Source: an optimization exercise on an open RTL-to-GDS flow (aim: small area, a short achievable clock period and few clock cycles per item). Production flows keep margins and buffers that such runs may drop.
RTL that was checked went through simulation tests only; none was proved equivalent to the original.
Power figures rest on the tool's default switching activity, not on a simulated workload.

==> run a: inputs <==
// bfe_rho
module bfe_rho (
    input  wire               clk,
    input  wire               rst,
    input  wire               in_valid,
    output wire               in_ready,
    input  wire               in_last,
    input  wire               in_elided,
    input  wire signed [15:0] in_w_i,
    input  wire signed [15:0] in_w_q,
    output wire               out_valid,
    input  wire               out_ready,
    output wire        [14:0] out_rho,
    output wire               out_null
);
clock: 12.0 ns
lec_check: 0
cap_margin: 20
core_margin: 2
core_utilization: 40
slew_margin: 20
standard.sh (not shown) runs the stock make flow with config.mk's settings and CLKGATE_MAP_FILE= SYNTH_SCRIPT=/design/flow/synth_recipe.tcl, a recipe that flattens the netlist after the stock synthesis.
==> flow/flow/run.sh <==
#!/bin/bash
# Layout flow: the standard ORFS flow (standard.sh), with
#  - the standard synthesis, unchanged (standard.sh synth);
#  - flow/fa_polarity.py on its netlist: full adders are used on complemented
#    signals where that saves inverters (same cells otherwise, same registers);
#  - ports buffered with buf_2 rather than the default delay buffer;
#  - timing repair aimed at SETUP_SLACK_MARGIN ns of slack at the 12 ns clock;
#  - the further ORFS settings listed in flow/extra.txt, one VAR=value a line.
# Each step's output goes to a log file of its own here.
set -euo pipefail
MARGIN=$(cat flow/margin.txt)
ARGS=("SETUP_SLACK_MARGIN=$MARGIN" "BUFFER_PORTS_ARGS=-buffer_cell sky130_fd_sc_hd__buf_2")
while IFS= read -r line; do
  if [[ -n "$line" ]]; then ARGS+=("$line"); fi
done < flow/extra.txt
RES=orfs/results/sky130hd/bfe_rho/base
bash standard.sh "${ARGS[@]}" synth > flow_synth.log 2>&1
cp $RES/1_2_yosys.v $RES/1_2_yosys.standard.v
python3 flow/fa_polarity.py $RES/1_2_yosys.standard.v $RES/1_2_yosys.v > fa_polarity.log 2>&1
rm -f $RES/1_synth.odb $RES/1_synth.sdc
bash standard.sh "${ARGS[@]}" finish > flow_finish.log 2>&1
==> flow/flow/extra.txt <==
CTS_CLUSTER_SIZE=30
CTS_CLUSTER_DIAMETER=60
==> flow/flow/margin.txt <==
8.4
Other scripts of this flow, unchanged in this note and not shown: flow/flow/fa_polarity.py
==> inputs of run b, as changes to run a <==
--- a/flow/design.v
+++ b/flow/design.v
@@ -781,53 +781,36 @@
         ra <= tree_a;
         rb <= tree_b;
         ml <= il;
         me <= ie;
         mv <= iv & ~rst;
     end
-    reg [18:0] a_lo, a_hi, r_lo, r_hi;
-    reg        a_cy, r_cy;
+    reg [37:0] e_all, e_rem;           
     reg        any_el, pend;           
     reg        rst_d;                  
     reg        ld;                     
     wire       pend_n;                 
     wire        keep = ~me;
-    wire [37:0] a0 = ld ? 38'd0 : {a_hi, a_lo};
+    wire [37:0] a0 = ld ? 38'd0 : e_all;
     wire [37:0] a1 = {6'd0, ra};
     wire [37:0] a2 = {6'h3f, rb};
     wire [37:0] a_s = a0 ^ a1 ^ a2;
     wire [37:0] a_c = (a0 & a1) | (a0 & a2) | (a1 & a2);
-    wire [37:0] r0 = ld ? 38'd0 : {r_hi, r_lo};
+    wire [37:0] r0 = ld ? 38'd0 : e_rem;
     wire [37:0] r1 = keep ? {6'd0, ra} : 38'd0;
     wire [37:0] r2 = keep ? {6'h3f, rb} : 38'd0;
     wire [37:0] r_s = r0 ^ r1 ^ r2;
     wire [37:0] r_c = (r0 & r1) | (r0 & r2) | (r1 & r2);
-    wire [19:0] a_lo_n = {1'b0, a_s[18:0]} + {1'b0, a_c[17:0], 1'b0};
-    wire [19:0] a_hi_c = {a_s[37:19], 1'b1} + {a_c[36:18], a_cy & ~ld};
-    wire [18:0] a_hi_n = a_hi_c[19:1];
-    wire [19:0] r_lo_n = {1'b0, r_s[18:0]} + {1'b0, r_c[17:0], 1'b0};
-    wire [19:0] r_hi_c = {r_s[37:19], 1'b1} + {r_c[36:18], r_cy & ~ld};
-    wire [18:0] r_hi_n = r_hi_c[19:1];
-    wire [37:0] e_all = {a_hi + {18'd0, a_cy}, a_lo};
-    wire [37:0] e_rem = {r_hi + {18'd0, r_cy}, r_lo};
     always @(posedge clk) begin
         rst_d <= rst;
         if (rst | rst_d) begin
-            a_lo <= 19'd0;
-            a_hi <= 19'd0;
-            a_cy <= 1'b0;
-            r_lo <= 19'd0;
-            r_hi <= 19'd0;
-            r_cy <= 1'b0;
+            e_all  <= 38'd0;
+            e_rem  <= 38'd0;
         end else begin
-            a_lo <= a_lo_n[18:0];
-            a_hi <= a_hi_n;
-            a_cy <= a_lo_n[19];
-            r_lo <= r_lo_n[18:0];
-            r_hi <= r_hi_n;
-            r_cy <= r_lo_n[19];
+            e_all  <= a_s + {a_c[36:0], 1'b0};
+            e_rem  <= r_s + {r_c[36:0], 1'b0};
         end
         if (rst) begin
             any_el <= 1'b0;
             pend   <= 1'b0;
         end else begin
             any_el <= ~ld & any_el | mv & me;
==> flow/flow/run.sh (replaced) <==
#!/bin/bash
# Layout flow: the standard ORFS flow (standard.sh), with
#  - the standard synthesis, unchanged (standard.sh synth);
#  - flow/fa_polarity.py on its netlist: full adders are used on complemented
#    signals where that saves inverters (same cells otherwise, same registers);
#  - ports buffered with buf_2 rather than the default delay buffer;
#  - timing repair aimed at SETUP_SLACK_MARGIN ns of slack at the 12 ns clock.
# Each step's output goes to a log file of its own here.
set -euo pipefail
MARGIN=$(cat flow/margin.txt)
ARGS=("SETUP_SLACK_MARGIN=$MARGIN" "BUFFER_PORTS_ARGS=-buffer_cell sky130_fd_sc_hd__buf_2")
RES=orfs/results/sky130hd/bfe_rho/base
bash standard.sh "${ARGS[@]}" synth > flow_synth.log 2>&1
cp $RES/1_2_yosys.v $RES/1_2_yosys.standard.v
python3 flow/fa_polarity.py $RES/1_2_yosys.standard.v $RES/1_2_yosys.v > fa_polarity.log 2>&1
rm -f $RES/1_synth.odb $RES/1_synth.sdc
bash standard.sh "${ARGS[@]}" finish > flow_finish.log 2>&1
==> flow/flow/margin.txt (replaced) <==
8.0
removed: flow/flow/extra.txt
==> inputs of run c, as changes to run a <==
--- a/flow/design.v
+++ b/flow/design.v
@@ -781,60 +781,43 @@
         ra <= tree_a;
         rb <= tree_b;
         ml <= il;
         me <= ie;
         mv <= iv & ~rst;
     end
-    reg [18:0] a_lo, a_hi, r_lo, r_hi;
-    reg        a_cy, r_cy;
+    reg [37:0] e_all, e_rem;           
     reg        any_el, pend;           
     reg        rst_d;                  
-    reg        ld;                     
+    wire       ld;                     
     wire       pend_n;                 
-    wire        keep = ~me;
-    wire [37:0] a0 = ld ? 38'd0 : {a_hi, a_lo};
     wire [37:0] a1 = {6'd0, ra};
     wire [37:0] a2 = {6'h3f, rb};
-    wire [37:0] a_s = a0 ^ a1 ^ a2;
-    wire [37:0] a_c = (a0 & a1) | (a0 & a2) | (a1 & a2);
-    wire [37:0] r0 = ld ? 38'd0 : {r_hi, r_lo};
-    wire [37:0] r1 = keep ? {6'd0, ra} : 38'd0;
-    wire [37:0] r2 = keep ? {6'h3f, rb} : 38'd0;
-    wire [37:0] r_s = r0 ^ r1 ^ r2;
-    wire [37:0] r_c = (r0 & r1) | (r0 & r2) | (r1 & r2);
-    wire [19:0] a_lo_n = {1'b0, a_s[18:0]} + {1'b0, a_c[17:0], 1'b0};
-    wire [19:0] a_hi_c = {a_s[37:19], 1'b1} + {a_c[36:18], a_cy & ~ld};
-    wire [18:0] a_hi_n = a_hi_c[19:1];
-    wire [19:0] r_lo_n = {1'b0, r_s[18:0]} + {1'b0, r_c[17:0], 1'b0};
-    wire [19:0] r_hi_c = {r_s[37:19], 1'b1} + {r_c[36:18], r_cy & ~ld};
-    wire [18:0] r_hi_n = r_hi_c[19:1];
-    wire [37:0] e_all = {a_hi + {18'd0, a_cy}, a_lo};
-    wire [37:0] e_rem = {r_hi + {18'd0, r_cy}, r_lo};
+    wire [37:0] a_s = e_all ^ a1 ^ a2;
+    wire [37:0] a_c = (e_all & a1) | (e_all & a2) | (a1 & a2);
+    wire [37:0] r_s = e_rem ^ a1 ^ a2;
+    wire [37:0] r_c = (e_rem & a1) | (e_rem & a2) | (a1 & a2);
+    wire [37:0] a_sum = a_s + {a_c[36:0], 1'b0};
+    wire [37:0] r_add = r_s + {r_c[36:0], 1'b0};
+    wire [37:0] r_sum = me ? e_rem : r_add;
+    wire        el_n  = any_el | mv & me;
+    wire        last  = pend | mv & ml;
     always @(posedge clk) begin
         rst_d <= rst;
-        if (rst | rst_d) begin
-            a_lo <= 19'd0;
-            a_hi <= 19'd0;
-            a_cy <= 1'b0;
-            r_lo <= 19'd0;
-            r_hi <= 19'd0;
-            r_cy <= 1'b0;
+        if (rst | rst_d | ld) begin
+            e_all <= 38'd0;
+            e_rem <= 38'd0;
         end else begin
-            a_lo <= a_lo_n[18:0];
-            a_hi <= a_hi_n;
-            a_cy <= a_lo_n[19];
-            r_lo <= r_lo_n[18:0];
-            r_hi <= r_hi_n;
-            r_cy <= r_lo_n[19];
+            e_all <= a_sum;
+            e_rem <= r_sum;
         end
-        if (rst) begin
+        if (rst | ld) begin
             any_el <= 1'b0;
             pend   <= 1'b0;
         end else begin
-            any_el <= ~ld & any_el | mv & me;
-            pend   <= pend_n;
+            any_el <= el_n;
+            pend   <= last;
         end
     end
     reg        busy, ovalid, onull, eael;
     reg [5:0]  cnt;
     reg [37:0] rem, dvs;               
     reg [3:0]  nb;                     
@@ -853,17 +836,17 @@
     wire [14:0] spec_rho = ~eael ? 15'd16384 : dz ? 15'd0 : 15'h7fff;
     wire [14:0] root_inc = root + 15'd1;
     wire        s_first  = (cnt == 6'd2);
     wire        s_last   = (cnt == 6'd34);
     wire        s_step   = ~cnt[0] & (cnt != 6'd2);
     always @(posedge clk) begin
-        rem <= ld ? {4'd0, e_all[37:4]} : dr;
-        nb  <= ld ? e_all[3:0] : {nb[2:0], 1'b0};
+        rem <= ld ? {4'd0, a_sum[37:4]} : dr;
+        nb  <= ld ? a_sum[3:0] : {nb[2:0], 1'b0};
         qb  <= {qb[0], dg};
-        if (ld) dvs  <= e_rem;
-        if (ld) eael <= any_el;
+        if (ld) dvs  <= r_sum;
+        if (ld) eael <= el_n;
         if (s_first)
             sr <= 16'd0;
         else if (s_step)
             sr <= sg ? st[15:0] : ss[15:0];
         if (busy) begin
             if (s_first) begin
@@ -876,22 +859,21 @@
         end
         cnt <= ld ? 6'd0 : cnt + 6'd1;
     end
     wire fin = busy & (s_first & special | s_last);
     wire       busy_n   = ld | busy & ~fin;
     wire       ovalid_n = fin | ovalid & ~out_ready;
-    assign     pend_n   = pend & ~ld | mv & ml;
+    assign     ld       = last & ~busy & ~ovalid;
+    assign     pend_n   = last & ~ld;
     always @(posedge clk) begin
         if (rst) begin
             busy   <= 1'b0;
             ovalid <= 1'b0;
-            ld     <= 1'b0;
         end else begin
             busy   <= busy_n;
             ovalid <= ovalid_n;
-            ld     <= pend_n & ~busy_n & ~ovalid_n;
         end
     end
     wire       lI_n     = take & in_last;
     wire       lM_n     = iv & il;
     wire       lA_n     = pend_n;
     wire       none     = ~lI_n & ~lM_n & ~lA_n;
==> results.txt <==
- Status: finished clean
- Final WL: 64.56 mm
- Avg Synthesized Cell Area: 9.335 sq um
- Fraction of standard cell area that is sequential: 24.26%
- Peak fanout along the critical path: 6
- Wire length on met3: between 3 and 4 mm
- Commonest non-fill, non-tap cells in the layout: sky130_fd_sc_hd__nand2_1 (238), sky130_fd_sc_hd__inv_1 (213), sky130_fd_sc_hd__fa_1 (210)
- Switching power: 3.430 mW
- PnR worst setup slack: 8.396 ns
- Combinational group power: 4.56 mW
Source of the figures above: run c

==> results.txt <==
- Status: finished clean
- PnR worst setup slack: slightly above 8 ns
- DRC errors left: 0
- Wire length on met3: ~2.9 mm
- Final WL: between 60 and 70 mm
- Switching power: 2.643 mW
- Number of routed nets with antenna violations: 0
- Fraction of standard cell area that is sequential: 24.51%
- Hold Vio Cnt, Final: 0
- Type of origin of the critical path: flop
- Relative area of non-clock buffer cells in the final design: 2.700%
- Commonest non-fill, non-tap cells in the layout: sky130_fd_sc_hd__nand2_1 (270), sky130_fd_sc_hd__fa_1 (256), sky130_fd_sc_hd__inv_1 (235)
- Avg Synthesized Cell Area: about 9.1 sq um
- Ratio of final minimum period to clock period: 32.94%
- Vias after detailed routing: about 19,000
- Area of the multi-input gates: 16,560 sq um
- Syn-to-layout area delta: 11.86%
- Combinational group power: roughly 3.3 mW
- Number of max-slew violations in the final report: 0
Source of the figures above: run b

==> results.txt <==
- Ratio of final minimum period to clock period: 29.99%
- HPWL after detailed placement: 43.08 mm
- Wire length on met3: 2.276 mm
- CTS H-Tree Depth: 2
- Combinational group power: 3.11 mW
- Logic depth of the worst path, buffers included: 9
- Pwr/cell area: approximately 210 nW/um^2
- Data required time at the worst endpoint: 12.43 ns
- Avg Synthesized Cell Area: 9.385 sq um
- Switching power: 2.473 mW
- Status: finished clean
- Min-Delay Endpoint: me
- Vias after detailed routing: 18,040
- Commonest non-fill, non-tap cells in the layout: sky130_fd_sc_hd__fa_1 (221), sky130_fd_sc_hd__dfxtp_1 (217), sky130_fd_sc_hd__nand2_1 (216)
- Peak fanout along the critical path: 6
- PnR worst setup slack: around 8.4 ns
Source of the figures above: run a

Testbench counts of run a, summed over its fixed seeds: cycles 24,472, sets 480.
Testbench counts of run b, summed over its fixed seeds: cycles 24,472, sets 480.
No functional check of the RTL was part of run c.

## port drivers added, routing unchanged
How much do the figures lean on ideal ports? The routed layouts below were timed once more, with nothing changed but the port constraints. Step 1 (the two cells are an assumption about what drives the block):
set clk [get_ports {clk}]
set_driving_cell -lib_cell sky130_fd_sc_hd__clkbuf_16 $clk
set_driving_cell -lib_cell sky130_fd_sc_hd__buf_2 [delete_from_list [all_inputs] $clk]
Step 2, shift: input delay + t, output delay - t, t = (earliest + latest rising clock arrival at the registers) / 2. This alone moves slack from input paths to output paths. Three values: ideal, step 1, step 2; two values: the first two.
run	t, ns	setup WS [ns]	worst register clock-pin slew, ns	worst data-port slew with drivers (ns)
run a	0.611	8.401 / 8.353 / 8.012	0.09 / 0.09	0.04
run b	0.635	8.047 / 8.047 / 7.735	0.06 / 0.06	0.04
run c	0.599	8.396 / 8.359 / 8.029	0.08 / 0.08	0.05
After both steps setup and hold are still met in every run listed. The setup slack of run a, which loses most, moves by -0.048 ns with the drivers and by -0.389 ns with both steps.
